Context: an optimization exercise on an open-source flow, tuned for small area, a short achievable clock period and few clock cycles per item. The choices shown serve that exercise and are no tape-out recipe.
In this exercise RTL edits were held to simulation tests only and were not proved equivalent to the original.
Power is estimated from default activity; no workload was simulated.

**constraint.sdc**
```tcl
create_clock -name core_clock -period 14.0 [get_ports {clk}]
set_input_delay 2.8000 -clock core_clock [delete_from_list [all_inputs] [get_ports {clk}]]
set_output_delay 2.8000 -clock core_clock [all_outputs]
set_load 0.01 [all_outputs]
```
**run.sh**
```bash
#!/bin/bash
# synth_recipe.tcl (not shown) runs the flow's synth.tcl, then flattens the netlist and writes it again
# the make line also repeats each setting of config.mk as NAME=value (left out here)
make -C /OpenROAD-flow-scripts/flow DESIGN_CONFIG=/design/flow/config.mk WORK_HOME=/design/flow/orfs CLKGATE_MAP_FILE= SYNTH_SCRIPT=/design/flow/synth_recipe.tcl finish
```
**config.mk**
```make
export PLATFORM = sky130hd
export DESIGN_NAME = kvx_bal
export DESIGN_NICKNAME = kvx_bal
export VERILOG_FILES = /design/flow/design.v
export SDC_FILE = /design/flow/constraint.sdc
export NUM_CORES = 4
export LEC_CHECK = 0
export CAP_MARGIN = 20
export CORE_MARGIN = 2
export CORE_UTILIZATION = 40
export SLEW_MARGIN = 20
```
**design.v**
```verilog
module kvx_bal_fetch (
    input  wire [511:0] cur,
    input  wire [31:0]  incl,
    input  wire [2:0]   sel,
    output wire [63:0]  gcur,
    output wire [3:0]   ginc
);
    genvar g;
    generate
        for (g = 0; g < 4; g = g + 1) begin : g_grp
            wire [127:0] cg = cur[128*g +: 128];
            wire [7:0]   ig = incl[8*g +: 8];
            assign gcur[16*g +: 16] = cg[16*sel +: 16];
            assign ginc[g]          = ig[sel];
        end
    endgenerate
endmodule
module kvx_bal_p1 (
    input  wire [63:0] gcur,
    input  wire [3:0]  ginc,
    output wire [18:0] sum,
    output wire [2:0]  cnt
);
    function [16:0] cterm;
        input [15:0] v;
        input        on;
        cterm = on ? {~v[15], v[14:0], 1'b1} : 17'd0;
    endfunction
    assign sum = cterm(gcur[15:0], ginc[0]) + cterm(gcur[31:16], ginc[1])
               + cterm(gcur[47:32], ginc[2]) + cterm(gcur[63:48], ginc[3]);
    assign cnt = ginc[0] + ginc[1] + ginc[2] + ginc[3];
endmodule
module kvx_bal_div2 (
    input  wire [21:0] a,
    input  wire [5:0]  n,        
    input  wire [6:0]  n3,       
    output wire [21:0] y
);
    wire [7:0] e1 = {1'b0, n, 1'b0};
    wire [7:0] e2 = {n, 2'b00};
    wire [7:0] e3 = {n3, 1'b0};
    function [21:0] step;
        input [21:0] v;
        input [7:0]  d1, d2, d3;
        reg   [7:0]  t;
        reg   [8:0]  s1, s2, s3;
        reg   [5:0]  r;
        reg   [1:0]  q;
        begin
            t  = {v[21:16], v[15:14]};
            s1 = {1'b0, t} - {1'b0, d1};
            s2 = {1'b0, t} - {1'b0, d2};
            s3 = {1'b0, t} - {1'b0, d3};
            if (!s3[8])      begin r = s3[5:0]; q = 2'd3; end
            else if (!s2[8]) begin r = s2[5:0]; q = 2'd2; end
            else if (!s1[8]) begin r = s1[5:0]; q = 2'd1; end
            else             begin r = t[5:0];  q = 2'd0; end
            step = {r, v[13:0], q};
        end
    endfunction
    assign y = step(step(a, e1, e2, e3), e1, e2, e3);
endmodule
module kvx_bal_mul (
    input  wire [15:0]        k,
    input  wire signed [16:0] d,
    output wire [34:0]        s,
    output wire [34:0]        cy
);
    wire [18:0] kb = {2'b00, k, 1'b0};
    localparam [34:0] KC = 35'd67109500 - ((35'd1 << 17) * 35'd87381);
    reg [34:0] row [0:8];
    reg [34:0] nrow;
    integer i;
    reg one, two, neg;
    reg [17:0] pp;
    always @(*) begin
        nrow = 35'd0;
        for (i = 0; i < 9; i = i + 1) begin
            one = kb[2*i+1] ^ kb[2*i];
            two = (kb[2*i+2] & ~kb[2*i+1] & ~kb[2*i]) | (~kb[2*i+2] & kb[2*i+1] & kb[2*i]);
            neg = kb[2*i+2] & ~(kb[2*i+1] & kb[2*i]);
            pp  = ({d[16], d} & {18{one}}) | ({d, 1'b0} & {18{two}});
            pp  = pp ^ {18{neg}};
            row[i] = {17'd0, ~pp[17], pp[16:0]} << (2*i);
            nrow[2*i] = neg;
        end
    end
    function [69:0] csa;
        input [34:0] a, b, c;
        begin
            csa[34:0]  = a ^ b ^ c;
            csa[69:35] = {((a & b) | (a & c) | (b & c)), 1'b0};
        end
    endfunction
    wire [69:0] l1a = csa(row[0], row[1], row[2]);
    wire [69:0] l1b = csa(row[3], row[4], row[5]);
    wire [69:0] l1c = csa(row[6], row[7], row[8]);
    wire [69:0] l2a = csa(l1a[34:0], l1a[69:35], l1b[34:0]);
    wire [69:0] l2b = csa(l1b[69:35], l1c[34:0], l1c[69:35]);
    wire [69:0] l2c = csa(nrow, KC, l2a[34:0]);
    wire [69:0] l3a = csa(l2a[69:35], l2b[34:0], l2b[69:35]);
    wire [69:0] l3b = csa(l2c[34:0], l2c[69:35], l3a[34:0]);
    wire [69:0] l4a = csa(l3a[69:35], l3b[34:0], l3b[69:35]);
    assign s  = l4a[34:0];
    assign cy = l4a[69:35];
endmodule
module kvx_bal_q1 (
    input  wire [34:0] ms,
    input  wire [34:0] mc,
    output wire [18:0] w,
    output wire [16:0] h,
    output wire        sh,
    output wire        sl
);
    wire [34:0] u = ms + mc;
    assign sl = u[34];
    assign sh = ~u[34] & (|u[33:27]);
    assign h  = u[26:10];
    assign w  = {h, 1'b0} + h + u[9:3];
endmodule
module kvx_bal_q2 (
    input  wire [18:0] w,
    input  wire [16:0] h,
    output wire [8:0]  w3,
    output wire [17:0] pq
);
    wire [11:0] h1 = w[18:7];
    wire [13:0] w2 = {h1, 1'b0} + h1 + w[6:0];
    wire [6:0]  h2 = w2[13:7];
    assign w3 = {h2, 1'b0} + h2 + w2[6:0];
    assign pq = h + h1 + h2 - 18'd67109;
endmodule
module kvx_bal_pa (
    input  wire [15:0] v,        
    input  wire        add,
    input  wire [8:0]  w3,
    input  wire [17:0] pq,
    input  wire        sh,
    input  wire        sl,
    output wire [18:0] s
);
    wire [1:0]  h3  = w3[8:7];
    wire [7:0]  w4  = {h3, 1'b0} + h3 + w3[6:0];
    wire [1:0]  inc = h3 + (w4 >= 8'd125);
    wire [18:0] sum = {{3{v[15]}}, v} + {pq[17], pq} + inc;
    assign s = !add ? {{3{v[15]}}, v} :
               sh   ? 19'sd131072 :
               sl   ? -19'sd131072 : sum;
endmodule
module kvx_bal_pb (
    input  wire [18:0] s,
    input  wire        clamp,
    input  wire        sub,
    input  wire [15:0] m,
    input  wire [13:0] tmax,
    output wire [15:0] t,
    output wire        bad
);
    wire signed [18:0] ss = s;
    wire signed [14:0] tp = {1'b0, tmax};
    wire signed [15:0] cl = (ss > tp) ? tp : (ss < -tp) ? -tp : ss[15:0];
    wire signed [15:0] sm = s[15:0] - m;
    wire signed [15:0] bv = sub ? sm : s[15:0];
    assign t   = clamp ? cl : bv;
    assign bad = (bv >= tp) || (bv <= -tp);
endmodule
module kvx_bal_pm (
    input  wire [15:0] v,
    input  wire        sub,
    input  wire [15:0] m,
    input  wire [13:0] tmax,
    output wire [15:0] t,
    output wire        bad
);
    wire signed [14:0] tp = {1'b0, tmax};
    wire signed [15:0] sm = sub ? v - m : v;
    assign t   = sm;
    assign bad = (sm >= tp) || (sm <= -tp);
endmodule
module kvx_bal (
    input  wire         clk,
    input  wire         rst,
    input  wire         cfg_we,
    input  wire [1:0]   cfg_addr,
    input  wire [15:0]  cfg_data,
    input  wire         in_valid,
    output wire         in_ready,
    input  wire [31:0]  in_incl,
    input  wire [511:0] in_cur,
    output reg          out_valid,
    output reg          out_changed,
    output reg          out_bal_err,
    output wire [511:0] out_trims
);
    localparam integer LAT  = 6;              
    localparam integer F2S  = 11;             
    localparam integer P2S  = F2S + LAT;      
    localparam integer D2S  = P2S + 33;       
    localparam integer P3S  = D2S + 4;        
    localparam integer DONE = P3S + 8;        
    reg [15:0]  k_bal;
    reg [13:0]  tmax;
    reg [511:0] ring;
    reg [2:0]   ext;                          
    reg [4:0]   c;
    reg [31:0]  clr;
    reg         busy;
    reg [6:0]   e;
    assign out_trims = ring;
    assign in_ready  = ~busy;
    wire start = in_valid & ~busy;
    reg  [2:0]  sel;
    reg  [63:0] gr;
    reg  [3:0]  ginc;
    wire [63:0] gcur_w;
    wire [3:0]  ginc_w;
    kvx_bal_fetch u_fetch (.cur(in_cur), .incl(in_incl), .sel(sel),
                           .gcur(gcur_w), .ginc(ginc_w));
    wire [4:0]  c1   = c + 5'd1;
    wire [4:0]  cf   = c + LAT[4:0] + 5'd1;   
    wire [4:0]  c3   = c + 5'd3;
    wire [4:0]  ct   = c + LAT[4:0];   
    wire [6:0]  e1   = e + 7'd1;
    always @(posedge clk) begin
        if (!busy)
            sel <= start ? 3'd1 : 3'd0;
        else if (out_valid)
            sel <= 3'd0;
        else if (e1 <= 7'd6)
            sel <= e1[2:0] + 3'd1;
        else if (e1 >= F2S && e1 < F2S + 32)
            sel <= ~cf[2:0];
        else if (e1 >= P3S - 2 && e1 < P3S + 6)
            sel <= ~c3[2:0];
        else
            sel <= 3'd0;
        gr   <= gcur_w;
        ginc <= ginc_w;
    end
    reg  [21:0] acc;
    reg  [5:0]  n;
    reg  [6:0]  n3;
    reg         chg;
    reg  [15:0] iavg;
    wire [18:0] p1sum;
    wire [2:0]  p1cnt;
    kvx_bal_p1 u_p1 (.gcur(gr), .ginc(ginc), .sum(p1sum), .cnt(p1cnt));
    wire [21:0] acc_div;
    kvx_bal_div2 u_div (.a(acc), .n(n), .n3(n3), .y(acc_div));
    reg  [1:0]  tg;
    reg         fw;
    reg  signed [16:0] d1;
    reg         v1;
    reg  [34:0] ms, mc;
    reg         v2;
    reg  [18:0] w3r;
    reg  [16:0] h3r;
    reg         sh3, sl3, v3;
    reg  [8:0]  w4r;
    reg  [17:0] pq4;
    reg         sh4, sl4, v4;
    reg         v5;
    wire [34:0] mso, mco;
    kvx_bal_mul u_mul (.k(k_bal), .d(d1), .s(mso), .cy(mco));
    wire [18:0] q1w;
    wire [16:0] q1h;
    wire        q1sh, q1sl;
    kvx_bal_q1 u_q1 (.ms(ms), .mc(mc), .w(q1w), .h(q1h), .sh(q1sh), .sl(q1sl));
    wire [8:0]  q2w;
    wire [17:0] q2pq;
    kvx_bal_q2 u_q2 (.w(w3r), .h(h3r), .w3(q2w), .pq(q2pq));
    wire [15:0] gsel = gr[16*tg +: 16];
    always @(posedge clk) begin
        tg   <= ~ct[4:3];
        d1   <= $signed(iavg) - $signed(gsel);
        v1   <= fw & chg & ginc[tg];
        ms   <= mso;
        mc   <= mco;
        v2   <= v1;
        w3r  <= q1w;
        h3r  <= q1h;
        sh3  <= q1sh;
        sl3  <= q1sl;
        v3   <= v2;
        w4r  <= q2w;
        pq4  <= q2pq;
        sh4  <= sh3;
        sl4  <= sl3;
        v4   <= v3;
        v5   <= v4;
    end
    reg         cl;                         
    reg  [3:0]  do3;                        
    wire [15:0] mm = {~acc[15], acc[14:0]};
    wire [15:0] s30 = cl ? 16'd0 : ring[16*30 +: 16];
    wire [18:0] s31n;
    kvx_bal_pa u_pa (.v(s30), .add(v4), .w3(w4r), .pq(pq4), .sh(sh4), .sl(sl4), .s(s31n));
    wire [15:0] pt [0:3];
    wire [3:0]  bad;
    kvx_bal_pb u_pb (.s({ext, ring[16*31 +: 16]}), .clamp(v5), .sub(do3[3]), .m(mm),
                     .tmax(tmax), .t(pt[3]), .bad(bad[3]));
    genvar gj;
    generate
        for (gj = 0; gj < 3; gj = gj + 1) begin : g_pm
            kvx_bal_pm u_pm (.v(ring[16*(8*gj+7) +: 16]), .sub(do3[gj]), .m(mm),
                             .tmax(tmax), .t(pt[gj]), .bad(bad[gj]));
        end
    endgenerate
    reg vt;
    integer s;
    always @(posedge clk) begin
        for (s = 1; s < 31; s = s + 1)
            if (s % 8 != 0)
                ring[16*s +: 16] <= ring[16*(s-1) +: 16];
        {ext, ring[16*31 +: 16]} <= s31n;
        ring[16*8  +: 16] <= pt[0];
        ring[16*16 +: 16] <= pt[1];
        ring[16*24 +: 16] <= pt[2];
        ring[0     +: 16] <= pt[3];
        vt <= v5;
    end
    wire [4:0] pn  = ~c1;                       
    wire [4:0] pn0 = ~c1 - 5'd1;                
    wire       w3n = busy && chg && e1 >= P3S && e1 < P3S + 8;
    integer    j;
    always @(posedge clk) begin
        cl <= clr[pn0];
        for (j = 0; j < 4; j = j + 1)
            do3[j] <= w3n & ginc[pn[4:3] + j[1:0] + 2'd1];
        fw <= busy && e1 >= F2S + 1 && e1 < F2S + 33;
    end
    always @(posedge clk) begin
        if (rst) begin
            k_bal       <= 16'd0;
            tmax        <= 14'd0;
            c           <= 5'd0;
            clr         <= 32'hFFFF_FFFF;
            busy        <= 1'b0;
            e           <= 7'd0;
            out_valid   <= 1'b0;
            out_changed <= 1'b0;
            out_bal_err <= 1'b0;
            chg         <= 1'b0;
        end else begin
            c <= c1;
            if (cl)
                clr[~c - 5'd1] <= 1'b0;
            if (cfg_we) begin
                case (cfg_addr)
                    2'd0: k_bal <= cfg_data;
                    2'd1: tmax  <= cfg_data[13:0];
                    2'd2: clr[cfg_data[4:0]] <= 1'b1;
                    default: clr <= 32'hFFFF_FFFF;
                endcase
            end
            out_valid <= busy && !out_valid && e >= DONE - 1 && c == 5'd31;
            if (start) begin
                busy <= 1'b1;
                e    <= 7'd0;
            end else if (busy) begin
                if (out_valid)
                    busy <= 1'b0;
                if (e != 7'h7F)
                    e <= e1;
            end
            if (busy && e == 7'd8) begin
                chg         <= (n >= 6'd2);
                out_changed <= (n >= 6'd2);
            end
            if (busy && e == P3S - 1)
                out_bal_err <= 1'b0;
            else if (busy && e >= P3S && e < P3S + 8 && |bad)
                out_bal_err <= 1'b1;
        end
    end
    always @(posedge clk) begin
        if (!busy) begin
            acc <= 22'd0;
            n   <= 6'd0;
            n3  <= 7'd0;
        end else if (e < 7'd8) begin
            acc <= acc + p1sum;
            n   <= n + p1cnt;
            n3  <= n3 + p1cnt + {p1cnt, 1'b0};
        end else if (e < 7'd12) begin
            acc <= acc_div;
        end else if (e == P2S) begin
            acc <= 22'd0;
        end else if (e > P2S && e <= P2S + 32) begin
            if (vt)
                acc <= acc + {~ring[15], ring[14:0], 1'b1};
        end else if (e >= D2S && e < D2S + 4) begin
            acc <= acc_div;
        end
        if (busy && e == 7'd11)
            iavg <= {~acc_div[15], acc_div[14:0]};
    end
endmodule
```
==> results.sh, run 1 <==
export IMPL_status="finished clean"
export IMPL_synthArstFlopShare_pct=0
export IMPL_rsz0062_at_grt="no"
export IMPL_reg2reg_depth=28
export IMPL_worstPathMaxFanout=22
export IMPL_ys_ff_latch=876
export IMPL_period_minus_slack_ns=7.095
export IMPL_slew_limit_headroom_pct=22.70
export IMPL_path_clk_slew_ns=0.06
export IMPL_nets=7586
export IMPL_cp_slowest_cell="fa_1"
export IMPL_via_count=43630
export IMPL_path_buf_inv=2
export IMPL_fmax_mhz=140.9
export IMPL_track_usage_pct=29.51
export IMPL_peakVddDrop_mv=0.4363
export IMPL_setup_violations=0
export IMPL_pin_count=1082
export IMPL_grt_max_degree=73
export IMPL_min_path_type="reg2reg"
export IMPL_ff2ff_setup_slack_ns=6.91
export IMPL_p_comb_share_pct=60.8
export IMPL_drt_vias_per_instance=5.391
export IMPL_clock_sinks=876
export IMPL_num_fill_cells=11910
export IMPL_slowest_delay_ns=0.55
export IMPL_ys_seq_area_share_pct=33.61
export IMPL_clockBufferDepth=3
export IMPL_final_core_util_pct=52.33
export IMPL_synth_area_per_cell_sq_um=10.06
export IMPL_p_per_area_mw_per_mm2=221.7
export IMPL_htreeDepth=3
export IMPL_synth_edf_count=16
export IMPL_drive_above_1_share_pct=8.315
export IMPL_critPathTopFamily="compound AO/OA/AOI/OAI gates"
export IMPL_multiInputGateArea_sq_mm=0.03248
export IMPL_wirelength_um=205700
export IMPL_yosys_warnings=5
export IMPL_pwr_share_seq_pct=21.8
export IMPL_dp_hpwl_um=171600
export IMPL_cpMostUsedCell="a21oi_1"
export IMPL_syn_cell_area_sq_mm=0.05265
export IMPL_finClkSkew_ns=0.05591
export IMPL_synth_distinct_cells=81
export IMPL_io_buffers=1081
export IMPL_syn_num_nets=6585
export IMPL_whs_path_depth=0
export IMPL_finalCritPeriodShare_pct=50.68
export IMPL_tns_ns=0
export IMPL_row_count=133
export IMPL_cts_tree="done"
export IMPL_area_delta_synth_final_pct=30.32
export IMPL_ctsHoldBuffers=0
export IMPL_grt_overflow_total=0
export IMPL_min_from="v2"
export IMPL_r2r_end="acc[19]"
export IMPL_dieWidth_um=366.8
export IMPL_cts_setup_buffers=0
export IMPL_worstMarginPinSlew_ns=1.147
export IMPL_core_sq_mm=0.1311
export IMPL_postCtsResizedCells=0
export IMPL_synth_cells=5235
export IMPL_rr_startpoint="ginc[0]"
export IMPL_power_frac_clock_pct=17.4
export IMPL_cts_root_buf="clkbuf_16"
export IMPL_end_kind="flop"
export IMPL_die_area_sq_mm=0.1345
export IMPL_drtIter0Drc=3359
export IMPL_internal_power_mw=8.722
export IMPL_seq_area_sq_mm=0.01771
export IMPL_report_final_slew_viol_count=0
export IMPL_cts_buffers=95
export IMPL_max_cap_viol_count=0
export IMPL_grt_pass1_vias=42340
export IMPL_grt_pass1_wl_um=292500
export IMPL_firstDrtPassIters=6
export IMPL_critPathArrivalTime_ns=7.66
export IMPL_ys_flop_type="dfxtp_1"
export IMPL_die_y_um=366.8
export IMPL_grt_antenna_before_repair=47
export IMPL_cp_data_required_time_ns=14.57
export IMPL_initial_core_util_pct=40.15
export IMPL_ant_nets=0
export IMPL_crit_type="reg2reg"
export IMPL_finalHoldViolCount=0
export IMPL_p_switching_mw=6.487
export IMPL_drc_errors=0
export IMPL_gp_congestion=0.9622
export IMPL_switching_share_pct=42.65
export IMPL_min_to="v3"
export IMPL_insertion_delay_ns=0.70
export IMPL_p_leak_nw=28.62
export IMPL_wl_per_cell_um=25.42
export IMPL_cp_start_kind="flop"
[placed cells by master, fill, tap and decap left out, types with 42 or more instances in the layout]
master and n:
a21o_1 92, a21oi_1 277, a22oi_1 120, and2_1 58
buf_4 42, clkbuf_16 95, clkdlybuf4s50_1 1080, dfxtp_1 856
fa_1 183, ha_1 601, inv_1 450, mux2_2 115
mux4_2 164, nand2_1 359, nand2b_1 52, nand3_1 73
nor2_1 258, nor2b_1 75, nor3_1 72, o21a_1 51
o21ai_0 215, xnor2_1 238, xor2_1 155
[stage by stage]
| step | instance area [sq um] | hold slack, ns | std cells | total power, mW | worst slack, ns |
|---|---|---|---|---|---|
| global placement | 65210 | 0.3138 | 7894 | 12.48 | 7.051 |
| finish | 68610 | 0.3259 | 8093 | 15.21 | 6.905 |
| CTS | 68550 | 0.3259 | 8069 | 15.33 | 6.924 |
| detailed placement | 65210 | 0.3121 | 7894 | 12.57 | 6.944 |
| floorplan | 52650 | 0.3096 | 5235 | 10.35 | 7.615 |
| global route | 68590 | 0.3354 | 8085 | 16.70 | 6.471 |
[synth_stat cells (92+ instances only)]
cell	instances	area share (%)
dfxtp_1	860	33
ha_1	601	14
inv_1	450	3.2
nand2_1	359	2.6
a21oi_1	277	2.6
nor2_1	258	1.8
xnor2_1	238	4.0
o21ai_0	215	2.0
fa_1	183	7.0
clkbuf_1	174	1.2
mux4_2	164	7.0
xor2_1	155	2.6
a22oi_1	120	1.7
mux2_2	115	2.5
a21o_1	92	1.3
[routing by layer]
layer / share of wire, % / vias up / wire (um) / track usage (%)
li1: - / 20550 / - / -
met1: 42 / 21200 / 85630 / 37.67
met2: 46 / 1599 / 95250 / 47.98
met3: 7.1 / 277 / 14700 / 6.415
met4: 4.9 / 10 / 10110 / 12.86
met5: 0.028 / - / 58 / 0
[logic make-up (layout without fill, tap and decap cells)]
group           after synthesis  after routing  share of synthesized area, %
buf+inv                     673           1752                         4.822
other cells                   0             24                             0
xor+xnor                    393            393                         6.537
compound gates             1111           1111                         13.92
fa+ha+maj                   784            784                         21.24
mux                         304            304                         9.950
simple gates               1094           1094                         9.917
flops                       876            876                         33.61
[power groups by stage]
stage,Sequential [mW],Combinational [mW],Clock (mW)
2_1_floorplan,3.14,7.21,0
3_3_place_gp,3.36,9.12,0
3_5_place_dp,3.36,9.21,0
4_1_cts,3.31,9.32,2.69
5_1_grt,3.35,10.6,2.79
6_report,3.31,9.25,2.64
[registers in the layout, indices dropped and copies added, names as in the netlist, 2 cells and up]
| register | flops |
|---|---|
| gr | 64 |
| acc | 22 |
| w4r | 9 |
| mc | 31 |
| ext | 3 |
| iavg | 16 |
| ginc | 4 |
| ring | 512 |
| w3r | 19 |
| clr | 32 |
| k_bal | 16 |
| do3 | 4 |
| h3r | 17 |
| tmax | 14 |
| d1 | 17 |
| e | 7 |
| n | 6 |
| sel | 3 |
| n3 | 7 |
| pq4 | 18 |
| ms | 32 |
| c | 5 |
| tg | 2 |
[worst max-delay path by stage]
stage / startpoint / end / slack, ns / depth (start not counted)
6_report: ginc[0] / acc[19] / 6.91 / 28
5_1_grt: ginc[1] / acc[19] / 6.47 / 27
4_1_cts: ginc[1] / acc[19] / 6.92 / 28
3_5_place_dp: ginc[0] / acc[19] / 6.94 / 28
3_3_place_gp: ginc[0] / acc[19] / 7.05 / 28
2_1_floorplan: ginc[1] / acc[19] / 7.61 / 28
[area by class of cell]
| class | instances | share of cell area (%) |
|---|---|---|
| Sequential cell | 876 | 25.81 |
| Timing Repair Buffer | 1123 | 16.22 |
| Multi-Input combinational cell | 3686 | 47.33 |
| Antenna cell | 24 | 0.08753 |
| Inverter | 454 | 2.484 |
| Tap cell | 1755 | 3.200 |
| Clock buffer | 138 | 4.050 |
| Clock inverter | 37 | 0.8151 |
Testbench counts, summed over its fixed seeds: cycles 82,944, items 1,280.
==> inputs of run 2 (changes only) <==
--- a/design.v
+++ b/design.v
@@ -18,14 +18,25 @@
 module kvx_bal_p1 (
+    input  wire [21:0] acc,
     input  wire [63:0] gcur,
     input  wire [3:0]  ginc,
-    output wire [18:0] sum,
+    output wire [21:0] sum,
     output wire [2:0]  cnt
 );
-    function [16:0] cterm;
+    function [21:0] cterm;
         input [15:0] v;
         input        on;
-        cterm = on ? {~v[15], v[14:0], 1'b1} : 17'd0;
+        cterm = on ? {5'd0, ~v[15], v[14:0], 1'b1} : 22'd0;
     endfunction
-    assign sum = cterm(gcur[15:0], ginc[0]) + cterm(gcur[31:16], ginc[1])
-               + cterm(gcur[47:32], ginc[2]) + cterm(gcur[63:48], ginc[3]);
+    function [43:0] csa;
+        input [21:0] a, b, c;
+        begin
+            csa[21:0]  = a ^ b ^ c;
+            csa[43:22] = {((a & b) | (a & c) | (b & c)), 1'b0};
+        end
+    endfunction
+    wire [43:0] l1 = csa(cterm(gcur[15:0], ginc[0]), cterm(gcur[31:16], ginc[1]),
+                         cterm(gcur[47:32], ginc[2]));
+    wire [43:0] l2 = csa(cterm(gcur[63:48], ginc[3]), acc, l1[21:0]);
+    wire [43:0] l3 = csa(l1[43:22], l2[21:0], l2[43:22]);
+    assign sum = l3[21:0] + l3[43:22];
     assign cnt = ginc[0] + ginc[1] + ginc[2] + ginc[3];
@@ -110,3 +121,3 @@
     output wire [18:0] w,
-    output wire [16:0] h,
+    output wire [17:0] hq,
     output wire        sh,
@@ -115,6 +126,7 @@
     wire [34:0] u = ms + mc;
+    wire [16:0] h = u[26:10];
     assign sl = u[34];
     assign sh = ~u[34] & (|u[33:27]);
-    assign h  = u[26:10];
     assign w  = {h, 1'b0} + h + u[9:3];
+    assign hq = {1'b0, h} - 18'd67109;
 endmodule
@@ -122,11 +134,20 @@
     input  wire [18:0] w,
-    input  wire [16:0] h,
-    output wire [8:0]  w3,
-    output wire [17:0] pq
+    output wire [11:0] f
 );
-    wire [11:0] h1 = w[18:7];
-    wire [13:0] w2 = {h1, 1'b0} + h1 + w[6:0];
-    wire [6:0]  h2 = w2[13:7];
-    assign w3 = {h2, 1'b0} + h2 + w2[6:0];
-    assign pq = h + h1 + h2 - 18'd67109;
+    function [79:0] csa;
+        input [39:0] a, b, c;
+        begin
+            csa[39:0]  = a ^ b ^ c;
+            csa[79:40] = {((a & b) | (a & c) | (b & c)), 1'b0};
+        end
+    endfunction
+    wire [39:0] w0 = {21'd0, w};
+    wire [79:0] l1a = csa(w0 << 19, w0 << 14, ~(w0 << 12));
+    wire [79:0] l1b = csa(w0 << 8, w0 << 5, w0 << 3);
+    wire [79:0] l2a = csa(l1a[39:0], l1a[79:40], l1b[39:0]);
+    wire [79:0] l2b = csa(l1b[79:40], ~w0, 40'd2);
+    wire [79:0] l3a = csa(l2a[39:0], l2a[79:40], l2b[39:0]);
+    wire [79:0] l4a = csa(l3a[39:0], l3a[79:40], l2b[79:40]);
+    wire [39:0] pr  = l4a[39:0] + l4a[79:40];
+    assign f = pr[37:26];
 endmodule
@@ -135,4 +156,4 @@
     input  wire        add,
-    input  wire [8:0]  w3,
-    input  wire [17:0] pq,
+    input  wire [17:0] hq,
+    input  wire [11:0] f,
     input  wire        sh,
@@ -141,6 +162,3 @@
 );
-    wire [1:0]  h3  = w3[8:7];
-    wire [7:0]  w4  = {h3, 1'b0} + h3 + w3[6:0];
-    wire [1:0]  inc = h3 + (w4 >= 8'd125);
-    wire [18:0] sum = {{3{v[15]}}, v} + {pq[17], pq} + inc;
+    wire [18:0] sum = {{3{v[15]}}, v} + {hq[17], hq} + {7'd0, f};
     assign s = !add ? {{3{v[15]}}, v} :
@@ -155,2 +173,3 @@
     input  wire [13:0] tmax,
+    input  wire [14:0] thr,
     output wire [15:0] t,
@@ -164,3 +183,3 @@
     assign t   = clamp ? cl : bv;
-    assign bad = (bv >= tp) || (bv <= -tp);
+    assign bad = {bv[14:0] ^ {15{bv[15]}}, bv[15]} >= {1'b0, thr};
 endmodule
@@ -170,3 +189,3 @@
     input  wire [15:0] m,
-    input  wire [13:0] tmax,
+    input  wire [14:0] thr,
     output wire [15:0] t,
@@ -174,6 +193,5 @@
 );
-    wire signed [14:0] tp = {1'b0, tmax};
-    wire signed [15:0] sm = sub ? v - m : v;
+    wire [15:0] sm = sub ? v - m : v;
     assign t   = sm;
-    assign bad = (sm >= tp) || (sm <= -tp);
+    assign bad = {sm[14:0] ^ {15{sm[15]}}, sm[15]} >= {1'b0, thr};
 endmodule
@@ -202,2 +220,3 @@
     reg [13:0]  tmax;
+    reg [14:0]  thr;                          
     reg [511:0] ring;
@@ -244,5 +263,5 @@
     reg  [15:0] iavg;
-    wire [18:0] p1sum;
+    wire [21:0] p1sum;
     wire [2:0]  p1cnt;
-    kvx_bal_p1 u_p1 (.gcur(gr), .ginc(ginc), .sum(p1sum), .cnt(p1cnt));
+    kvx_bal_p1 u_p1 (.acc(acc), .gcur(gr), .ginc(ginc), .sum(p1sum), .cnt(p1cnt));
     wire [21:0] acc_div;
@@ -256,6 +275,6 @@
     reg  [18:0] w3r;
-    reg  [16:0] h3r;
+    reg  [17:0] h3r;
     reg         sh3, sl3, v3;
-    reg  [8:0]  w4r;
-    reg  [17:0] pq4;
+    reg  [11:0] f4;
+    reg  [17:0] hq4;
     reg         sh4, sl4, v4;
@@ -265,8 +284,7 @@
     wire [18:0] q1w;
-    wire [16:0] q1h;
+    wire [17:0] q1h;
     wire        q1sh, q1sl;
-    kvx_bal_q1 u_q1 (.ms(ms), .mc(mc), .w(q1w), .h(q1h), .sh(q1sh), .sl(q1sl));
-    wire [8:0]  q2w;
-    wire [17:0] q2pq;
-    kvx_bal_q2 u_q2 (.w(w3r), .h(h3r), .w3(q2w), .pq(q2pq));
+    kvx_bal_q1 u_q1 (.ms(ms), .mc(mc), .w(q1w), .hq(q1h), .sh(q1sh), .sl(q1sl));
+    wire [11:0] q2f;
+    kvx_bal_q2 u_q2 (.w(w3r), .f(q2f));
     wire [15:0] gsel = gr[16*tg +: 16];
@@ -284,4 +302,4 @@
         v3   <= v2;
-        w4r  <= q2w;
-        pq4  <= q2pq;
+        f4   <= q2f;
+        hq4  <= h3r;
         sh4  <= sh3;
@@ -296,3 +314,3 @@
     wire [18:0] s31n;
-    kvx_bal_pa u_pa (.v(s30), .add(v4), .w3(w4r), .pq(pq4), .sh(sh4), .sl(sl4), .s(s31n));
+    kvx_bal_pa u_pa (.v(s30), .add(v4), .hq(hq4), .f(f4), .sh(sh4), .sl(sl4), .s(s31n));
     wire [15:0] pt [0:3];
@@ -300,3 +318,3 @@
     kvx_bal_pb u_pb (.s({ext, ring[16*31 +: 16]}), .clamp(v5), .sub(do3[3]), .m(mm),
-                     .tmax(tmax), .t(pt[3]), .bad(bad[3]));
+                     .tmax(tmax), .thr(thr), .t(pt[3]), .bad(bad[3]));
     genvar gj;
@@ -305,3 +323,3 @@
             kvx_bal_pm u_pm (.v(ring[16*(8*gj+7) +: 16]), .sub(do3[gj]), .m(mm),
-                             .tmax(tmax), .t(pt[gj]), .bad(bad[gj]));
+                             .thr(thr), .t(pt[gj]), .bad(bad[gj]));
         end
@@ -335,2 +353,3 @@
             tmax        <= 14'd0;
+            thr         <= 15'd0;
             c           <= 5'd0;
@@ -350,3 +369,6 @@
                     2'd0: k_bal <= cfg_data;
-                    2'd1: tmax  <= cfg_data[13:0];
+                    2'd1: begin
+                        tmax <= cfg_data[13:0];
+                        thr  <= (cfg_data[13:0] == 14'd0) ? 15'd0 : {cfg_data[13:0], 1'b0} - 15'd1;
+                    end
                     2'd2: clr[cfg_data[4:0]] <= 1'b1;
@@ -381,3 +403,3 @@
         end else if (e < 7'd8) begin
-            acc <= acc + p1sum;
+            acc <= p1sum;
             n   <= n + p1cnt;
--- a/config.mk
+++ b/config.mk
@@ -7,5 +7,6 @@
 export LEC_CHECK = 0
+export ABC_CLOCK_PERIOD_IN_PS = 4300
 export CAP_MARGIN = 20
 export CORE_MARGIN = 2
-export CORE_UTILIZATION = 40
+export CORE_UTILIZATION = 55
 export SLEW_MARGIN = 20
==> results.sh, run 2 <==
export IMPL_power_frac_clock_pct=15.0
export IMPL_wl_per_cell_um=29.92
export IMPL_p_per_area_mw_per_mm2=258.6
export IMPL_synth_cells=5286
export IMPL_yosys_warnings=6
export IMPL_synth_area_per_cell_sq_um=10.25
export IMPL_internal_power_mw=9.745
export IMPL_final_common_cell="clkdlybuf4s50_1"
export IMPL_multiInputGateArea_sq_mm=0.03293
export IMPL_top_register="ring"
export IMPL_worstMarginPinSlew_ns=1.141
export IMPL_largest_reg_flops=512
export IMPL_ys_ff_latch=895
export IMPL_synth_common_cells="dfxtp_1, inv_1, ha_1"
export IMPL_switching_share_pct=45.88
export IMPL_report_final_slew_viol_count=0
export IMPL_rr_startpoint="acc[1]"
export IMPL_power_mw=18.01
export IMPL_die_area_sq_mm=0.1010
export IMPL_synth_top_area_share_pct=32.48
export IMPL_drive_above_1_share_pct=8.498
export IMPL_finalCritPeriodShare_pct=45.06
export IMPL_grt_overflow_total=0
export IMPL_layout_cells_non_filler=7701
export IMPL_pin_count=1082
export IMPL_row_count=115
export IMPL_worstPathMaxFanout=16
export IMPL_crit_start="acc[1]"
export IMPL_critPathArrivalTime_ns=6.86
export IMPL_ctsHoldBuffers=0
export IMPL_io_buffers=1081
export IMPL_end_kind="flop"
export IMPL_p_comb_share_pct=65.9
export IMPL_num_fill_cells=7280
export IMPL_cp_data_required_time_ns=14.55
export IMPL_cts_setup_buffers=0
export IMPL_fmax_mhz=158.5
export IMPL_wirelength_um=230400
export IMPL_synthArstFlopShare_pct=0
export IMPL_dp_cells=7479
export IMPL_finalHoldViolCount=0
export IMPL_setup_violations=0
export IMPL_drc_errors=0
export IMPL_cts_tree="done"
export IMPL_cts_buffers=93
export IMPL_drtIter0Drc=5167
export IMPL_track_usage_pct=44.81
export IMPL_ys_flop_type="dfxtp_1"
export IMPL_htreeDepth=3
export IMPL_yosysMostFrequentCell="dfxtp_1"
export IMPL_p_switching_mw=8.261
export IMPL_cts_root_buf="clkbuf_16"
export IMPL_seq_area_sq_mm=0.01809
export IMPL_period_minus_slack_ns=6.308
export IMPL_area_delta_synth_final_pct=28.54
export IMPL_pwr_share_seq_pct=19.2
export IMPL_synthTopCellsByArea="dfxtp_1, ha_1, fa_1, mux4_2, xnor2_1"
export IMPL_initial_core_util_pct=55.28
export IMPL_ant_nets=0
export IMPL_cp_start_kind="flop"
export IMPL_peakVddDrop_mv=0.4765
export IMPL_via_count=46640
export IMPL_drt_vias_per_instance=6.057
export IMPL_finClkSkew_ns=0.07140
export IMPL_nets=7676
export IMPL_dieWidth_um=317.8
export IMPL_p_leak_nw=29.33
export IMPL_grt_max_degree=72
export IMPL_clockBufferDepth=3
export IMPL_postCtsResizedCells=0
export IMPL_path_clk_slew_ns=0.06
export IMPL_max_cap_viol_count=0
export IMPL_syn_cell_area_sq_mm=0.05417
export IMPL_gp_congestion=1.070
export IMPL_min_from="sl3"
export IMPL_clock_sinks=895
export IMPL_grt_pass1_vias=45300
export IMPL_yosysTopAreaCell="dfxtp_1"
export IMPL_grt_pass1_wl_um=324800
export IMPL_firstDrtPassIters=6
export IMPL_synth_distinct_cells=95
export IMPL_largest_registers="ring (512), gr (64)"
export IMPL_min_path_type="reg2reg"
export IMPL_insertion_delay_ns=0.72
export IMPL_crit_type="reg2reg"
export IMPL_ys_seq_area_share_pct=33.37
export IMPL_grt_antenna_before_repair=68
export IMPL_status="finished clean"
export IMPL_rsz0062_at_grt="no"
export IMPL_syn_num_nets=6675
export IMPL_dp_hpwl_um=189300
export IMPL_tns_ns=0
export IMPL_synth_edf_count=16
export IMPL_final_cell_mix="clkdlybuf4s50_1, dfxtp_1, inv_1"
export IMPL_slew_limit_headroom_pct=21.99
export IMPL_core_sq_mm=0.09799
export IMPL_die_y_um=317.8
[run 2: cell count changes in the layout (fill, tap and decap cells not counted), moves of 16 or more]
cell | previous run | this run
buf_4 | 42 | 58
inv_1 | 450 | 600
xnor2_1 | 238 | 263
dfxtp_1 | 856 | 876
nor2_1 | 258 | 232
o21ai_0 | 215 | 170
nand2_1 | 359 | 305
fa_1 | 183 | 282
diode_2 | 24 | 48
a21oi_1 | 277 | 260
ha_1 | 601 | 541
[run 2: stage by stage]
step | hold slack, ns | util (%) | setup slack, ns | area (sq um)
2_1_floorplan | 0.3096 | - | 8.961 | 54170
3_3_place_gp | 0.3118 | 67.51 | 8.148 | 66150
3_5_place_dp | 0.3121 | 67.51 | 8.002 | 66150
4_1_cts | 0.2956 | 70.94 | 7.970 | 69510
5_1_grt | 0.3073 | 71.01 | 7.364 | 69580
6_report | 0.2926 | 71.06 | 7.692 | 69630
[run 2: routing by layer]
metal  track usage (%)  up-vias  share of wire, %
met4             34.54       26               8.8
met5                 0        -             0.072
li1                  -    20290                 -
met1             55.70    22640                38
met3             13.86      664                12
met2             64.98     3017                42
[run 2: power by group through the flow]
stage | combinational, mW | clock, mW | sequential, mW
after floorplan | 8.73 | 0 | 3.23
after global placement | 11.2 | 0 | 3.48
final | 11.9 | 2.69 | 3.45
after CTS | 11.7 | 2.70 | 3.43
after global routing | 13.4 | 2.80 | 3.47
after detailed placement | 11.6 | 0 | 3.49
[run 2: cells by family after synthesis]
group / count (synthesis) / synth area share [%]
compound gates: 1022 / 12.58
simple gates: 975 / 8.657
flops: 895 / 33.37
buf+inv: 840 / 5.904
fa+ha+maj: 823 / 22.92
xor+xnor: 434 / 7.045
mux: 297 / 9.526
[run 2: final timing paths]
check,slack [ns],to,depth (start not counted)
max,7.69,out_bal_err,20
min,0.29,sl4,0
max reg2reg,7.69,out_bal_err,20
min reg2reg,0.29,sl4,0
[run 2: cell type report]
cell class              instances  area share, %
diodes                         48         0.1725
clock buffers                 129          3.840
clock inverters                45         0.9775
inverters                     607          3.272
multi-input cells            3551          47.29
flip-flops and latches        895          25.98
well taps                    1287          2.313
repair buffers               1139          16.16
[run 2: worst max-delay path, cell delays in order (launching register included)]
cell	delay, ns
dfxtp_1	0.36
inv_1	0.49
ha_1	0.34
nand2b_1	0.11
a21oi_2	0.08
nor4_2	0.27
o31ai_2	0.15
o31ai_1	0.38
nand4b_1	0.19
a21oi_1	0.08
nor3_2	0.22
xor2_2	0.82
xnor2_1	0.24
ha_1	0.29
nor4_1	0.32
nand2_1	0.14
a2111oi_0	0.73
o2111ai_1	0.29
a211o_2	0.35
a221oi_2	0.17
a41oi_1	0.13
Testbench counts of run 2, summed over its fixed seeds: cycles 82,944, items 1,280.
==> inputs of run 3 (changes only) <==
--- a/design.v
+++ b/design.v
@@ -4,3 +4,3 @@
     input  wire [2:0]   sel,
-    output wire [63:0]  gcur,
+    output wire [67:0]  gct,
     output wire [3:0]   ginc
@@ -12,4 +12,6 @@
             wire [7:0]   ig = incl[8*g +: 8];
-            assign gcur[16*g +: 16] = cg[16*sel +: 16];
-            assign ginc[g]          = ig[sel];
+            wire [15:0]  v  = cg[16*sel +: 16];
+            wire         on = ig[sel];
+            assign gct[17*g +: 17] = on ? {~v[15], v[14:0], 1'b1} : 17'd0;
+            assign ginc[g]         = on;
         end
@@ -19,3 +21,3 @@
     input  wire [21:0] acc,
-    input  wire [63:0] gcur,
+    input  wire [67:0] gct,
     input  wire [3:0]  ginc,
@@ -24,7 +26,2 @@
 );
-    function [21:0] cterm;
-        input [15:0] v;
-        input        on;
-        cterm = on ? {5'd0, ~v[15], v[14:0], 1'b1} : 22'd0;
-    endfunction
     function [43:0] csa;
@@ -36,5 +33,4 @@
     endfunction
-    wire [43:0] l1 = csa(cterm(gcur[15:0], ginc[0]), cterm(gcur[31:16], ginc[1]),
-                         cterm(gcur[47:32], ginc[2]));
-    wire [43:0] l2 = csa(cterm(gcur[63:48], ginc[3]), acc, l1[21:0]);
+    wire [43:0] l1 = csa({5'd0, gct[16:0]}, {5'd0, gct[33:17]}, {5'd0, gct[50:34]});
+    wire [43:0] l2 = csa({5'd0, gct[67:51]}, acc, l1[21:0]);
     wire [43:0] l3 = csa(l1[43:22], l2[21:0], l2[43:22]);
@@ -136,7 +132,7 @@
 );
-    function [79:0] csa;
-        input [39:0] a, b, c;
+    function [47:0] csa;
+        input [23:0] a, b, c;
         begin
-            csa[39:0]  = a ^ b ^ c;
-            csa[79:40] = {((a & b) | (a & c) | (b & c)), 1'b0};
+            csa[23:0]  = a ^ b ^ c;
+            csa[47:24] = {((a & b) | (a & c) | (b & c)), 1'b0};
         end
@@ -144,10 +140,12 @@
     wire [39:0] w0 = {21'd0, w};
-    wire [79:0] l1a = csa(w0 << 19, w0 << 14, ~(w0 << 12));
-    wire [79:0] l1b = csa(w0 << 8, w0 << 5, w0 << 3);
-    wire [79:0] l2a = csa(l1a[39:0], l1a[79:40], l1b[39:0]);
-    wire [79:0] l2b = csa(l1b[79:40], ~w0, 40'd2);
-    wire [79:0] l3a = csa(l2a[39:0], l2a[79:40], l2b[39:0]);
-    wire [79:0] l4a = csa(l3a[39:0], l3a[79:40], l2b[79:40]);
-    wire [39:0] pr  = l4a[39:0] + l4a[79:40];
-    assign f = pr[37:26];
+    wire [39:0] r0 = w0 << 19, r1 = w0 << 14, r2 = ~(w0 << 12), r3 = w0 << 8,
+                r4 = w0 << 5,  r5 = w0 << 3,  r6 = ~w0;
+    wire [47:0] l1a = csa(r0[39:16], r1[39:16], r2[39:16]);
+    wire [47:0] l1b = csa(r3[39:16], r4[39:16], r5[39:16]);
+    wire [47:0] l2a = csa(l1a[23:0], l1a[47:24], l1b[23:0]);
+    wire [47:0] l2b = csa(l1b[47:24], r6[39:16], 24'd7);
+    wire [47:0] l3a = csa(l2a[23:0], l2a[47:24], l2b[23:0]);
+    wire [47:0] l4a = csa(l3a[23:0], l3a[47:24], l2b[47:24]);
+    wire [23:0] pr  = l4a[23:0] + l4a[47:24];
+    assign f = pr[21:10];
 endmodule
@@ -228,11 +226,20 @@
     assign out_trims = ring;
-    assign in_ready  = ~busy;
+    reg         rdy;                          
+    assign in_ready  = rdy;
     wire start = in_valid & ~busy;
+    reg         cw_we;
+    reg  [1:0]  cw_addr;
+    reg  [15:0] cw_data;
+    always @(posedge clk) begin
+        cw_we   <= cfg_we & ~rst;
+        cw_addr <= cfg_addr;
+        cw_data <= cfg_data;
+    end
     reg  [2:0]  sel;
-    reg  [63:0] gr;
+    reg  [67:0] gr;
     reg  [3:0]  ginc;
-    wire [63:0] gcur_w;
+    wire [67:0] gct_w;
     wire [3:0]  ginc_w;
     kvx_bal_fetch u_fetch (.cur(in_cur), .incl(in_incl), .sel(sel),
-                           .gcur(gcur_w), .ginc(ginc_w));
+                           .gct(gct_w), .ginc(ginc_w));
     wire [4:0]  c1   = c + 5'd1;
@@ -255,3 +262,3 @@
             sel <= 3'd0;
-        gr   <= gcur_w;
+        gr   <= gct_w;
         ginc <= ginc_w;
@@ -265,3 +272,3 @@
     wire [2:0]  p1cnt;
-    kvx_bal_p1 u_p1 (.acc(acc), .gcur(gr), .ginc(ginc), .sum(p1sum), .cnt(p1cnt));
+    kvx_bal_p1 u_p1 (.acc(acc), .gct(gr), .ginc(ginc), .sum(p1sum), .cnt(p1cnt));
     wire [21:0] acc_div;
@@ -289,3 +296,4 @@
     kvx_bal_q2 u_q2 (.w(w3r), .f(q2f));
-    wire [15:0] gsel = gr[16*tg +: 16];
+    wire [16:0] gtm  = gr[17*tg +: 17];
+    wire [15:0] gsel = {~gtm[16], gtm[15:1]};    
     always @(posedge clk) begin
@@ -357,2 +365,3 @@
             busy        <= 1'b0;
+            rdy         <= 1'b1;
             e           <= 7'd0;
@@ -366,10 +375,10 @@
                 clr[~c - 5'd1] <= 1'b0;
-            if (cfg_we) begin
-                case (cfg_addr)
-                    2'd0: k_bal <= cfg_data;
+            if (cw_we) begin
+                case (cw_addr)
+                    2'd0: k_bal <= cw_data;
                     2'd1: begin
-                        tmax <= cfg_data[13:0];
-                        thr  <= (cfg_data[13:0] == 14'd0) ? 15'd0 : {cfg_data[13:0], 1'b0} - 15'd1;
+                        tmax <= cw_data[13:0];
+                        thr  <= (cw_data[13:0] == 14'd0) ? 15'd0 : {cw_data[13:0], 1'b0} - 15'd1;
                     end
-                    2'd2: clr[cfg_data[4:0]] <= 1'b1;
+                    2'd2: clr[cw_data[4:0]] <= 1'b1;
                     default: clr <= 32'hFFFF_FFFF;
@@ -380,6 +389,9 @@
                 busy <= 1'b1;
+                rdy  <= 1'b0;
                 e    <= 7'd0;
             end else if (busy) begin
-                if (out_valid)
+                if (out_valid) begin
                     busy <= 1'b0;
+                    rdy  <= 1'b1;
+                end
                 if (e != 7'h7F)
==> flow/run.sh (new file) <==
#!/bin/bash
# Layout: the standard flow (standard.sh, all steps), except that every
# input and output port is buffered with sky130_fd_sc_hd__buf_1 instead of the
# cell buffer_ports picks by itself.  make's full output goes to standard.log;
# each ORFS step also keeps its own log under orfs/logs.
set -euo pipefail
export BUFFER_PORTS_ARGS="-buffer_cell sky130_fd_sc_hd__buf_1"
bash standard.sh > standard.log 2>&1
==> standard.sh (new file) <==
#!/bin/bash
# synth_recipe.tcl (not shown) runs the flow's synth.tcl, then flattens the netlist and writes it again
# the make line also repeats each setting of config.mk as NAME=value (left out here)
make -C /OpenROAD-flow-scripts/flow DESIGN_CONFIG=/design/flow/config.mk WORK_HOME=/design/flow/orfs CLKGATE_MAP_FILE= SYNTH_SCRIPT=/design/flow/synth_recipe.tcl "${@:-finish}"
removed: run.sh
==> results.sh, run 3 <==
export IMPL_initial_core_util_pct=55.26
export IMPL_ant_nets=0
export IMPL_place_area_sq_mm=0.05848
export IMPL_synth_top_area_share_pct=33.77
export IMPL_insertion_delay_ns=0.72
export IMPL_fin_area_sq_mm=0.06182
export IMPL_report_final_slew_viol_count=0
export IMPL_gp_congestion=0.9837
export IMPL_synth_cells=5231
export IMPL_synth_edf_count=16
export IMPL_core_sq_mm=0.09642
export IMPL_worstMarginPinSlew_ns=1.053
export IMPL_final_common_cell="buf_1"
export IMPL_end_kind="flop"
export IMPL_p_leak_nw=25.83
export IMPL_largest_reg_flops=512
export IMPL_synthTopCellsByArea="dfxtp_1, ha_1, fa_1, mux4_2, xnor2_1"
export IMPL_slew_limit_headroom_pct=28.32
export IMPL_path_clk_slew_ns=0.06
export IMPL_pin_count=1082
export IMPL_ctsHoldBuffers=0
export IMPL_yosys_warnings=6
export IMPL_status="finished clean"
export IMPL_cp_data_required_time_ns=14.56
export IMPL_synthArstFlopShare_pct=0
export IMPL_ys_ff_latch=915
export IMPL_synth_common_cells="dfxtp_1, inv_1, ha_1"
export IMPL_io_buffers=1081
export IMPL_synth_area_per_cell_sq_um=10.19
export IMPL_setup_violations=0
export IMPL_critPathArrivalTime_ns=6.41
export IMPL_grt_pass1_vias=42710
export IMPL_finalCritPeriodShare_pct=41.77
export IMPL_postCtsResizedCells=0
export IMPL_p_per_area_mw_per_mm2=249.1
export IMPL_worstPathMaxFanout=16
export IMPL_cp_slowest_cell="nand3_1"
export IMPL_path_buf_inv=1
export IMPL_r2r_end="out_bal_err"
export IMPL_grt_pass1_wl_um=289000
export IMPL_power_mw=15.40
export IMPL_nets=7539
export IMPL_die_y_um=315.3
export IMPL_slowest_delay_ns=0.65
export IMPL_track_usage_pct=40.05
export IMPL_final_cell_mix="buf_1, dfxtp_1, inv_1"
export IMPL_grt_antenna_before_repair=23
export IMPL_drive_above_1_share_pct=7.559
export IMPL_final_core_util_pct=64.11
export IMPL_via_count=44600
export IMPL_rsz0062_at_grt="no"
export IMPL_syn_num_nets=6540
export IMPL_drtIter0Drc=4074
export IMPL_rr_startpoint="acc[4]"
export IMPL_ys_seq_area_share_pct=34.68
export IMPL_reg2reg_depth=20
export IMPL_area_delta_synth_final_pct=16.01
export IMPL_largest_registers="ring (512), gr (65)"
export IMPL_fmax_mhz=171.0
export IMPL_ff2ff_setup_slack_ns=8.15
export IMPL_dp_hpwl_um=167100
export IMPL_clock_sinks=915
export IMPL_grt_max_degree=68
export IMPL_whs_path_depth=0
export IMPL_cts_buffers=94
export IMPL_firstDrtPassIters=6
export IMPL_tns_ns=0
export IMPL_row_count=114
export IMPL_wl_per_cell_um=26.81
export IMPL_ys_flop_type="dfxtp_1"
export IMPL_crit_type="reg2reg"
export IMPL_finalHoldViolCount=0
export IMPL_peakVddDrop_mv=0.3676
export IMPL_wirelength_um=203800
export IMPL_cts_tree="done"
export IMPL_yosysMostFrequentCell="dfxtp_1"
export IMPL_drt_vias_per_instance=5.866
export IMPL_cts_root_buf="clkbuf_16"
export IMPL_crit_chain="inv_1, ha_1, or3_1, o21ai_0, a2111oi_0, o31a_1, o21ai_0, a21o_1, nand3_1, xor2_1, ha_1, a21o_1, a21oi_1, nor2_1, a2111oi_0, o22ai_1, nor3_1, nand3_1, a211oi_1, a31oi_1"
export IMPL_min_to="v3"
export IMPL_period_minus_slack_ns=5.847
export IMPL_finClkSkew_ns=0.07379
export IMPL_drc_errors=0
export IMPL_syn_cell_area_sq_mm=0.05329
export IMPL_htreeDepth=3
export IMPL_critPathTopFamily="compound AO/OA/AOI/OAI gates"
export IMPL_synth_distinct_cells=103
export IMPL_min_from="v2"
export IMPL_top_register="ring"
export IMPL_yosysTopAreaCell="dfxtp_1"
export IMPL_min_path_type="reg2reg"
export IMPL_clockBufferDepth=3
export IMPL_grt_overflow_total=0
export IMPL_dieWidth_um=315.3
export IMPL_max_cap_viol_count=0
export IMPL_cts_setup_buffers=0
export IMPL_die_area_sq_mm=0.09939
export IMPL_num_fill_cells=8090
export IMPL_cp_start_kind="flop"
-- run 3: cell count changes in the layout (fill, tap and decap cells not counted), moves of 22 or more --
cell	delta
clkdlybuf4s50_1	-1080
ha_1	-46
fa_1	-34
a221o_1	-31
and2_1	-22
o21ai_0	+24
mux2i_1	+64
mux2_2	-72
nor2_1	+34
inv_1	-26
diode_2	-31
buf_1	+1080
-- run 3: logic make-up after synthesis --
group / synth area share (%)
AO/OA/AOI/OAI: 13.19
XOR/XNOR: 6.866
adder cells (fa/ha/maj): 20.94
buffers and inverters: 5.750
flip-flops: 34.68
multiplexers: 9.545
AND/OR/NAND/NOR: 9.033
-- run 3: worst max path at each step --
stage | from | to | slack, ns | depth (start not counted)
2_1_floorplan | w3r[15] | f4[10] | 9.39 | 18
3_3_place_gp | acc[4] | out_bal_err | 8.36 | 20
3_5_place_dp | acc[0] | out_bal_err | 8.26 | 19
4_1_cts | acc[0] | out_bal_err | 8.22 | 19
5_1_grt | acc[1] | out_bal_err | 7.69 | 20
6_report | acc[4] | out_bal_err | 8.15 | 20
-- run 3: per-stage QoR --
step	hold WS (ns)	std cells	worst slack (ns)
2_1_floorplan	0.3096	5231	9.385
3_3_place_gp	0.3116	7410	8.360
3_5_place_dp	0.3121	7410	8.255
4_1_cts	0.3252	7586	8.219
5_1_grt	0.3287	7591	7.688
6_report	0.3228	7603	8.153
-- run 3: final cells by class --
type	count	area (sq um)	share of cell area, %
well taps	1276	1597	2.583
flip-flops and latches	915	18490	29.91
inverters	585	2196	3.552
repair buffers	1123	4377	7.080
multi-input cells	3511	31830	51.49
clock buffers	135	2778	4.493
clock inverters	41	509.2	0.8238
diodes	17	42.54	0.06882
-- run 3: power by group --
group / switching, mW / internal (mW) / leakage (nW) / total, mW
clock: 1.13 / 1.51 / 1.62 / 2.64
combinational: 5.25 / 4.03 / 16.7 / 9.29
sequential: 0.451 / 3.02 / 7.48 / 3.47
-- run 3: per-layer routing --
metal | global-route usage, % | wire [um]
met5 | 1.064 | 207
met4 | 26.02 | 14890
met3 | 10.47 | 19150
met2 | 60.87 | 89610
met1 | 50.40 | 79980
Testbench counts of run 3, summed over its fixed seeds: cycles 82,944, items 1,280.
==> inputs of run 4 (changes only) <==
==> flow/run.sh (replaced) <==
#!/bin/bash
# Layout: the standard flow (standard.sh, all steps), except that
#  - every input and output port is buffered with sky130_fd_sc_hd__buf_1
#    instead of the cell buffer_ports picks by itself;
set -euo pipefail
export BUFFER_PORTS_ARGS="-buffer_cell sky130_fd_sc_hd__buf_1"
export SETUP_SLACK_MARGIN=9.3
bash standard.sh > standard.log 2>&1
==> results.sh, run 4 <==
export IMPL_ys_flop_type="dfxtp_1"
export IMPL_min_path_type="reg2reg"
export IMPL_area_delta_synth_final_pct=18.39
export IMPL_die_area_sq_mm=0.09939
export IMPL_min_from="v2"
export IMPL_nets=7605
export IMPL_cts_buffers=94
export IMPL_via_count=45020
export IMPL_synthArstFlopShare_pct=0
export IMPL_grt_overflow_total=0
export IMPL_path_buf_inv=1
export IMPL_synth_top_area_share_pct=33.77
export IMPL_cp_start_kind="flop"
export IMPL_layout_cells_non_filler=7663
export IMPL_die_y_um=315.3
export IMPL_finClkSkew_ns=0.07107
export IMPL_wirelength_um=205800
export IMPL_reg2reg_depth=16
export IMPL_peakVddDrop_mv=0.4896
export IMPL_crit_type="reg2out"
export IMPL_largest_reg_flops=512
export IMPL_track_usage_pct=40.23
export IMPL_synthTopCellsByArea="dfxtp_1, ha_1, fa_1, mux4_2, xnor2_1"
export IMPL_clock_sinks=915
export IMPL_wl_per_cell_um=26.86
export IMPL_dp_hpwl_um=167100
export IMPL_dp_slack_ns=8.255
export IMPL_dp_cells=7410
export IMPL_max_cap_viol_count=0
export IMPL_cts_root_buf="clkbuf_16"
export IMPL_drtIter0Drc=3994
export IMPL_rr_startpoint="mc[5]"
export IMPL_largest_registers="ring (512), gr (65)"
export IMPL_synth_cells=5231
export IMPL_ctsHoldBuffers=0
export IMPL_grt_pass1_vias=43050
export IMPL_yosysMostFrequentCell="dfxtp_1"
export IMPL_end_kind="output port"
export IMPL_synth_area_per_cell_sq_um=10.19
export IMPL_dieWidth_um=315.3
export IMPL_row_count=114
export IMPL_cp_slowest_cell="dfxtp_1"
export IMPL_ys_seq_area_share_pct=34.68
export IMPL_p_per_area_mw_per_mm2=257.8
export IMPL_tns_ns=0
export IMPL_path_clk_slew_ns=0.07
export IMPL_pin_count=1082
export IMPL_drive_above_1_share_pct=10.51
export IMPL_finalCritPeriodShare_pct=33.16
export IMPL_ff2ff_setup_slack_ns=9.44
export IMPL_grt_antenna_before_repair=22
export IMPL_synth_common_cells="dfxtp_1, inv_1, ha_1"
export IMPL_ys_ff_latch=915
export IMPL_min_to="v3"
export IMPL_cts_tree="done"
export IMPL_ant_nets=0
export IMPL_firstDrtPassIters=6
export IMPL_setup_violations=0
export IMPL_synth_distinct_cells=103
export IMPL_drc_errors=0
export IMPL_synth_edf_count=16
export IMPL_report_final_slew_viol_count=0
export IMPL_grt_max_degree=68
export IMPL_drt_vias_per_instance=5.875
export IMPL_io_buffers=1081
export IMPL_critPathTopFamily="flip-flops"
export IMPL_final_common_cell="buf_1"
export IMPL_syn_cell_area_sq_mm=0.05329
export IMPL_clockBufferDepth=3
export IMPL_syn_num_nets=6540
export IMPL_slowest_delay_ns=0.78
export IMPL_r2r_end="w3r[18]"
export IMPL_fin_area_sq_mm=0.06308
export IMPL_p_leak_nw=26.29
export IMPL_place_area_sq_mm=0.05848
export IMPL_final_cell_mix="buf_1, dfxtp_1, inv_1"
export IMPL_critPathArrivalTime_ns=1.84
export IMPL_insertion_delay_ns=0.71
export IMPL_slew_limit_headroom_pct=28.37
export IMPL_core_sq_mm=0.09642
export IMPL_yosysTopAreaCell="dfxtp_1"
export IMPL_cp_data_required_time_ns=11.20
export IMPL_fmax_mhz=215.4
export IMPL_worstMarginPinSlew_ns=1.052
export IMPL_initial_core_util_pct=55.26
export IMPL_worstPathMaxFanout=3
export IMPL_holdWs_ns=0.3229
export IMPL_whs_path_depth=0
export IMPL_gp_congestion=0.9837
export IMPL_finalHoldViolCount=0
export IMPL_fin_ws_ns=9.358
export IMPL_period_minus_slack_ns=4.642
export IMPL_htreeDepth=3
export IMPL_status="finished clean"
export IMPL_grt_pass1_wl_um=290500
export IMPL_crit_chain="buf_1"
export IMPL_yosys_warnings=6
export IMPL_rsz0062_at_grt="yes"
export IMPL_top_register="ring"
-- run 4: report_power, final --
part / total [mW] / internal [mW] / switching (mW) / leakage [nW]
Combinational: 10.1 / 4.50 / 5.64 / 17.2
Sequential: 3.48 / 3.03 / 0.453 / 7.48
Clock: 2.64 / 1.51 / 1.13 / 1.62
Total: 16.3 / 9.04 / 7.22 / 26.3
-- run 4: metrics by stage --
step	power, mW	utilization (%)
final	16.26	65.42
after global placement	12.42	60.64
after floorplan	10.33	-
after CTS	15.56	64.47
after detailed placement	12.60	60.65
after global routing	17.61	65.41
-- run 4: kinds of logic (layout without fill, tap and decap cells) --
group | after synthesis | in the layout | synth area share [%]
muxes | 296 | 296 | 9.545
buffers and inverters | 805 | 1949 | 5.750
xor gates and xnor gates | 416 | 416 | 6.866
adders and majority gates | 743 | 743 | 20.94
other | 0 | 11 | 0
and+or+nand+nor | 1005 | 1006 | 9.033
AOI/OAI and AO/OA | 1051 | 1051 | 13.19
DFF | 915 | 915 | 34.68
-- run 4: repair_timing --
action	CTS	global route
cloned	0	2
setup buffers	19	45
pin swaps	9	37
gates resized for setup	55	133
endpoints found under the setup margin	27	39
-- run 4: worst max-delay path by stage --
| stage | start | to | slack, ns | cells past startpoint |
|---|---|---|---|---|
| after floorplan | w3r[15] | f4[10] | 9.39 | 18 |
| after global placement | acc[4] | out_bal_err | 8.36 | 20 |
| after detailed placement | acc[0] | out_bal_err | 8.26 | 19 |
| after CTS | acc[4] | out_bal_err | 9.24 | 21 |
| after global routing | acc[1] | out_bal_err | 9.26 | 21 |
| final | ring[9] | out_trims[9] | 9.36 | 1 |
-- run 4: layout make-up --
class                   count  area (sq um)
inverters                 585          2222
flip-flops and latches    915         18540
repair buffers           1188          4926
diodes                     11         27.53
fillers                  7944         33340
clock buffers             135          2778
multi-input cells        3512         32480
clock inverters            41         509.2
well taps                1276          1597
-- run 4: layer usage --
metal	up-vias	share of wire [%]	GRT usage (%)	routed length, um
li1	20310	-	-	-
met1	22030	39	50.94	79830
met2	2199	43	60.82	89420
met3	466	9.7	9.867	19910
met4	16	8.0	27.08	16420
met5	-	0.11	1.064	228

[what the ideal ports hide]
In the flow no input, the clock included, has a driving cell. The finished layouts below were timed again as built, in two steps.
Step 1 assumes that a clkbuf_16 drives the clock port and a buf_2 every other input.
Step 2 also shifts input and output timing later by t, the mid clock arrival at the registers, as if the neighbouring blocks saw the same clock.
Three values: ideal, step 1, step 2; two values: the first two.
| run | shift t [ns] | setup WS [ns] | hold WS [ns] | worst setup path at the end |
|---|---|---|---|---|
| run 1 | 0.748 | 6.905 / 6.905 / 6.905 | 0.326 / 0.326 / 0.326 | register to register |
| run 2 | 0.765 | 7.692 / 7.692 / 7.692 | 0.293 / 0.293 / 0.293 | register to register |
| run 3 | 0.757 | 8.153 / 8.153 / 8.153 | 0.323 / 0.323 / 0.323 | register to register |
| run 4 | 0.756 | 9.358 / 9.281 / 9.425 | 0.323 / 0.323 / 0.323 | input to register |
After both steps every run listed still meets setup and hold.
